What follows belongs to an exercise in optimizing a design on an open flow for small area, a short achievable clock period and few clock cycles; a production flow would make more cautious choices.
RTL that was checked went through simulation tests only; none was proved equivalent to the original.
No activity file was given, so power comes from the tool's default toggle rates.

==> flow/design.v (excerpt) <==
module glk_fec (
    input  wire         clk,
    input  wire         rst,
    input  wire         tx_in_valid,
    output wire         tx_in_ready,
    input  wire [9:0]   tx_in_data,
    input  wire         tx_in_reseed,
    input  wire [57:0]  tx_seed,
    output reg          tx_out_valid,
    output reg  [9:0]   tx_out_data,
    input  wire         rx_in_valid,
    input  wire [9:0]   rx_in_data,
    input  wire         rx_in_reseed,
    input  wire [57:0]  rx_seed,
    output reg          rx_out_valid,
    output reg  [9:0]   rx_out_data,
    output reg          rx_done,
    output wire         rx_ok,
    output wire [349:0] rx_syn
);
Size: roughly 3700 cells after synthesis, ~920 flip-flops, ~520 I/O pins.
==> flow/config.mk <==
export PLATFORM = sky130hd
export DESIGN_NAME = glk_fec
export DESIGN_NICKNAME = glk_fec
export VERILOG_FILES = /design/flow/design.v
export SDC_FILE = /design/flow/constraint.sdc
export NUM_CORES = 4
export LEC_CHECK = 0
export CAP_MARGIN = 20
export CORE_MARGIN = 2
export CORE_UTILIZATION = 40
export SETUP_SLACK_MARGIN = 3.0
export SLEW_MARGIN = 40
==> flow/constraint.sdc <==
create_clock -name core_clock -period 5.5 [get_ports {clk}]
set_input_delay 1.1000 -clock core_clock [delete_from_list [all_inputs] [get_ports {clk}]]
set_output_delay 1.1000 -clock core_clock [all_outputs]
set_load 0.01 [all_outputs]
standard.sh (not shown) runs the stock make flow with config.mk's settings and CLKGATE_MAP_FILE= SYNTH_SCRIPT=/design/flow/synth_recipe.tcl, a recipe that flattens the netlist after the stock synthesis.
==> flow/flow/run.sh <==
#!/bin/bash
# Standard layout, with smaller port buffers and a clock tree without dummy
# loads.  Each tool's output goes to a log file in this folder.
export BUFFER_PORTS_ARGS="-buffer_cell sky130_fd_sc_hd__buf_1"
export CTS_ARGS="-sink_clustering_enable -repair_clock_nets -dont_use_dummy_load"
bash standard.sh > standard.log 2>&1
Testbench counts at the start, summed over its fixed seeds: cycles 46,376.
Then changed:
--- a/flow/flow/run.sh
+++ b/flow/flow/run.sh
@@ -4 +4 @@
-export BUFFER_PORTS_ARGS="-buffer_cell sky130_fd_sc_hd__buf_1"
+export BUFFER_PORTS_ARGS="-buffer_cell sky130_fd_sc_hd__buf_2"
What happened: The changed run went through all stages and came out clean. Worst setup slack degrades by 0.056 ns. Cell count barely changes. Cell area climbs by 1.1%. Critical path depth does not change.

---

glk_fec, a different RTL version from the one above (not shown whole).
Size in the first run: ~3600 cells after synthesis, roughly 900 flip-flops, about 0.048 mm² of cells after synthesis.
==> flow/config.mk <==
export PLATFORM = sky130hd
export DESIGN_NAME = glk_fec
export DESIGN_NICKNAME = glk_fec
export VERILOG_FILES = /design/flow/design.v
export SDC_FILE = /design/flow/constraint.sdc
export NUM_CORES = 4
export LEC_CHECK = 0
export CAP_MARGIN = 20
export CORE_MARGIN = 2
export CORE_UTILIZATION = 40
export GPL_TIMING_DRIVEN = 0
export SETUP_SLACK_MARGIN = 2.9
export SLEW_MARGIN = 40
==> flow/constraint.sdc <==
create_clock -name core_clock -period 5.5 [get_ports {clk}]
set_input_delay 1.1000 -clock core_clock [delete_from_list [all_inputs] [get_ports {clk}]]
set_output_delay 1.1000 -clock core_clock [all_outputs]
set_load 0.01 [all_outputs]
==> flow/flow/run.sh <==
#!/bin/bash
# Standard layout, with smaller port buffers and a clock tree without dummy
# loads.  Each tool's output goes to a log file in this folder.
export BUFFER_PORTS_ARGS="-buffer_cell sky130_fd_sc_hd__buf_1"
export CTS_ARGS="-sink_clustering_enable -repair_clock_nets -dont_use_dummy_load -sink_clustering_size 20 -sink_clustering_max_diameter 100"
bash standard.sh > standard.log 2>&1
Testbench counts at the start, summed over its fixed seeds: cycles 46,376.
Next try:
- GPL_TIMING_DRIVEN: 0 -> default
- SETUP_SLACK_MARGIN: 2.9 -> 3.0
Result:
- die area stays the same
- core utilization grows by 1.6 points
- via count is higher by 0.33%
- synthesized cell count is unchanged
- worst hold slack gets better by 0.0075 ns
- routed wire length goes down by 4.8%
- worst setup slack improved by 0.012 ns
- non-clock buffer count rises by 139
- power goes up by 1.4%
- final area went up by 3.4%
Next try:
- CORE_UTILIZATION: 40 -> 60
- SETUP_SLACK_MARGIN: 3.0 -> 3.1
Outcome:
- synthesized cell count does not change
- power goes up slightly
- final cell count goes down by a few percent
- utilization goes up by 26 points
- fmax goes up by a few percent
- hold slack gets worse by 0.0091 ns
- non-clock buffer count goes up by 106
- setup slack gets better by 0.11 ns
- die area goes down by a quarter to a third
- cell area goes up by a few percent
- global-route usage goes up by 12 points
Next try:
- CORE_UTILIZATION: 60 -> 40
- SETUP_SLACK_MARGIN: 3.1 -> 2.7
- core utilization fell by 28 points
- wire length hardly moves
- combinational power drops by roughly a tenth
- clock-buffer cell count increases by 2
- worst setup slack degrades by 0.29 ns
- via count drops by a few percent
- sequential share of layout area went up by 3.7 points
- maximum frequency decreases by roughly a tenth
- final cell count came out higher by a few percent

---

glk_fec, a different RTL version from the one above (not shown whole).
Size: about 3800 cells after synthesis, roughly 890 flip-flops, ~520 I/O pins, roughly 49000 µm² of cells after synthesis.
Settings: LEC_CHECK=0, CAP_MARGIN=20, CORE_MARGIN=2, CORE_UTILIZATION=40, SLEW_MARGIN=40; clock period 5.5 ns.
run.sh (not shown) runs the stock make flow with config.mk's settings and CLKGATE_MAP_FILE= SYNTH_SCRIPT=/design/flow/synth_recipe.tcl, a recipe that flattens the netlist after the stock synthesis.
Stock flow here: none of the scripts above is used.
The first run finished with timing, DRC and antenna clean.
Rerun with:
--- a/flow/config.mk
+++ b/flow/config.mk
@@ -6,6 +6,8 @@
 export NUM_CORES = 4
 export LEC_CHECK = 0
+export ABC_CLOCK_PERIOD_IN_PS = 2500
 export CAP_MARGIN = 20
 export CORE_MARGIN = 2
 export CORE_UTILIZATION = 40
+export SETUP_SLACK_MARGIN = 3.0
 export SLEW_MARGIN = 40
Effect: Via count goes up by 16%. Final cell count goes up by 14%. Combinational power goes up by 41%. Synthesized area does not change.
No functional check of the RTL was part of any run of this note.

---

## rev 12
RTL: one of the versions met above, not the one the previous note started from.
Size in the first run: ~3,600 cells after synthesis, roughly 900 flip-flops, roughly 48,000 sq um of cells after synthesis.
Settings: LEC_CHECK=0, CAP_MARGIN=20, CORE_MARGIN=2, CORE_UTILIZATION=40, GPL_TIMING_DRIVEN=0, SETUP_SLACK_MARGIN=3.1, SLEW_MARGIN=40; clock period 5.5 ns.
standard.sh (not shown) runs the stock make flow with config.mk's settings and CLKGATE_MAP_FILE= SYNTH_SCRIPT=/design/flow/synth_recipe.tcl, a recipe that flattens the netlist after the stock synthesis.
Scripts as last shown in full above: flow/flow/run.sh
Testbench counts of rev 12, summed over its fixed seeds: cycles 46,376.
### rev 12 -> rev 13
# rev 12
export LEC_CHECK = 0
export CAP_MARGIN = 20
export CORE_MARGIN = 2
export CORE_UTILIZATION = 40
export GPL_TIMING_DRIVEN = 0
export SETUP_SLACK_MARGIN = 3.1
export SLEW_MARGIN = 40
create_clock -name core_clock -period 5.5 [get_ports {clk}]
# rev 13
export LEC_CHECK = 0
export CAP_MARGIN = 20
export CORE_MARGIN = 2
export CORE_UTILIZATION = 60
export SETUP_SLACK_MARGIN = 2.9
export SLEW_MARGIN = 40
create_clock -name core_clock -period 5.5 [get_ports {clk}]
Notes after the runs:
Summary of rev 13 over rev 12: area growth from synthesis to layout shows a reduction of 14 points, power now smaller, number of non-clock buffers now sits lower, post-CTS setup buffer count shrank by 323, maximum fanout encountered on the critical timing path increased by 1 relative to the old numbers. Area of the core region: rev 13 vs rev 12 down about 33%. Compared with rev 12, in rev 13 share of the cycle needed by the critical path after routing rose 1.0 points; clock network contribution to total cell area rose 0.22 points; overall die area fell 40,000 sq um. [compare] base=rev 12 new=rev 13: total global-route track usage up 7.9 points; final net count down 512.

---

glk_fec again, from the RTL that the note above started with.
Design glk_fec, start of the top module:
module glk_fec (
    input  wire         clk,
    input  wire         rst,
    input  wire         tx_in_valid,
    output wire         tx_in_ready,
    input  wire [9:0]   tx_in_data,
    input  wire         tx_in_reseed,
    input  wire [57:0]  tx_seed,
    output reg          tx_out_valid,
    output reg  [9:0]   tx_out_data,
    input  wire         rx_in_valid,
    input  wire [9:0]   rx_in_data,
    input  wire         rx_in_reseed,
    input  wire [57:0]  rx_seed,
    output reg          rx_out_valid,
    output reg  [9:0]   rx_out_data,
    output reg          rx_done,
    output wire         rx_ok,
    output wire [349:0] rx_syn
);
Settings: LEC_CHECK=0, CAP_MARGIN=20, CORE_MARGIN=2, CORE_UTILIZATION=40, SETUP_SLACK_MARGIN=2.9, SLEW_MARGIN=40, TNS_END_PERCENT=20; clock period 5.5 ns.
Scripts as last shown in full above: flow/flow/run.sh
Testbench counts at the start, summed over its fixed seeds: cycles 46,376.
Edit:
--- a/flow/config.mk
+++ b/flow/config.mk
@@ -11,3 +11,2 @@
 export SETUP_SLACK_MARGIN = 2.9
 export SLEW_MARGIN = 40
-export TNS_END_PERCENT = 20
What happened:
- hold slack gains 4.7 ps
- power climbs slightly
- sequential power is about the same
- cell area climbs slightly
- wire length drops slightly
- flip-flop and latch count stays the same
- combinational power hardly moves
Edit:
--- a/flow/config.mk
+++ b/flow/config.mk
@@ -9,4 +9,5 @@
 export CORE_MARGIN = 2
 export CORE_UTILIZATION = 40
-export SETUP_SLACK_MARGIN = 2.9
+export SETUP_SLACK_MARGIN = 3.1
 export SLEW_MARGIN = 40
+export TNS_END_PERCENT = 20
Routed wire length came out higher by 2.8%. Final area came out higher by 4.7%. Global-route usage rose by 0.35 points. Utilization increases by 2.2 points. Die area is unchanged. Synthesized area is unchanged. Hold slack got worse by 4.9 ps. Clock power goes up by about 1%. Worst setup slack is better by 31 ps.
Edit:
--- a/flow/config.mk
+++ b/flow/config.mk
@@ -6,8 +6,7 @@
 export NUM_CORES = 4
 export LEC_CHECK = 0
-export CAP_MARGIN = 20
+export CAP_MARGIN = 0
 export CORE_MARGIN = 2
 export CORE_UTILIZATION = 40
-export SETUP_SLACK_MARGIN = 3.1
-export SLEW_MARGIN = 40
-export TNS_END_PERCENT = 20
+export SETUP_SLACK_MARGIN = 2.9
+export SLEW_MARGIN = 0
What happened: The new run completed without violations. Core utilization is lower by 2.2 points. Hold slack is about the same. Sequential share of layout area climbs by 2.1 points. Count of clock-buffer cells in the layout stays the same.

afterwards: timing with drivers on the ports:
How much do the figures lean on ideal ports? The routed layouts below were timed once more, with nothing changed but the port constraints.
Step 1 (the two cells are an assumption about what drives the block):
set clk [get_ports {clk}]
set_driving_cell -lib_cell sky130_fd_sc_hd__clkbuf_16 $clk
set_driving_cell -lib_cell sky130_fd_sc_hd__buf_2 [delete_from_list [all_inputs] $clk]
Step 2, shift: input delay + t, output delay - t, t = (earliest + latest rising clock arrival at the registers) / 2. This alone moves slack from input paths to output paths.
Three values: ideal, step 1, step 2; two values: the first two.
run | t, ns | slack for setup (ns) | worst setup path after step 2 | latest minus earliest clock arrival (ns) | worst data-port slew with drivers (ns)
the first run of note 1 | 0.740 | 2.808 / 2.738 / 2.557 | input to register | 0.073 / 0.073 | 0.08
the second run of note 1 | 0.748 | 2.752 / 2.684 / 2.605 | input to register | 0.065 / 0.065 | 0.10
the first run of note 2 | 0.728 | 2.818 / 2.814 / 2.279 | input to register | 0.047 / 0.047 | 0.09
the second run of note 2 | 0.729 | 2.830 / 2.813 / 2.618 | input to register | 0.085 / 0.085 | 0.08
the third run of note 2 | 0.691 | 2.942 / 2.902 / 2.634 | input to register | 0.064 / 0.064 | 0.09
the fourth run of note 2 | 0.714 | 2.651 / 2.651 / 2.187 | input to register | 0.067 / 0.066 | 0.11
the first run of note 3 | 0.760 | 1.046 / 1.046 / 1.046 | register to register | 0.024 / 0.025 | 0.09
the second run of note 3 | 0.778 | 2.581 / 2.581 / 2.300 | input to register | 0.055 / 0.055 | 0.11
rev 12 | 0.726 | 2.898 / 2.855 / 2.428 | input to register | 0.048 / 0.049 | 0.10
rev 13 | 0.685 | 2.840 / 2.820 / 2.545 | input to register | 0.042 / 0.042 | 0.09
the first run of note 5 | 0.727 | 2.763 / 2.695 / 2.418 | input to register | 0.079 / 0.079 | 0.26
the second run of note 5 | 0.727 | 2.864 / 2.851 / 2.496 | input to register | 0.058 / 0.058 | 0.09
the third run of note 5 | 0.725 | 2.896 / 2.823 / 2.409 | input to register | 0.073 / 0.074 | 0.26
the fourth run of note 5 | 0.739 | 2.758 / 2.758 / 2.427 | input to register | 0.062 / 0.062 | 0.09
After both steps every run listed still meets setup and hold. For the first run of note 2, which loses most, drivers alone change the setup slack by -0.004 ns; drivers and shift together by -0.539 ns.
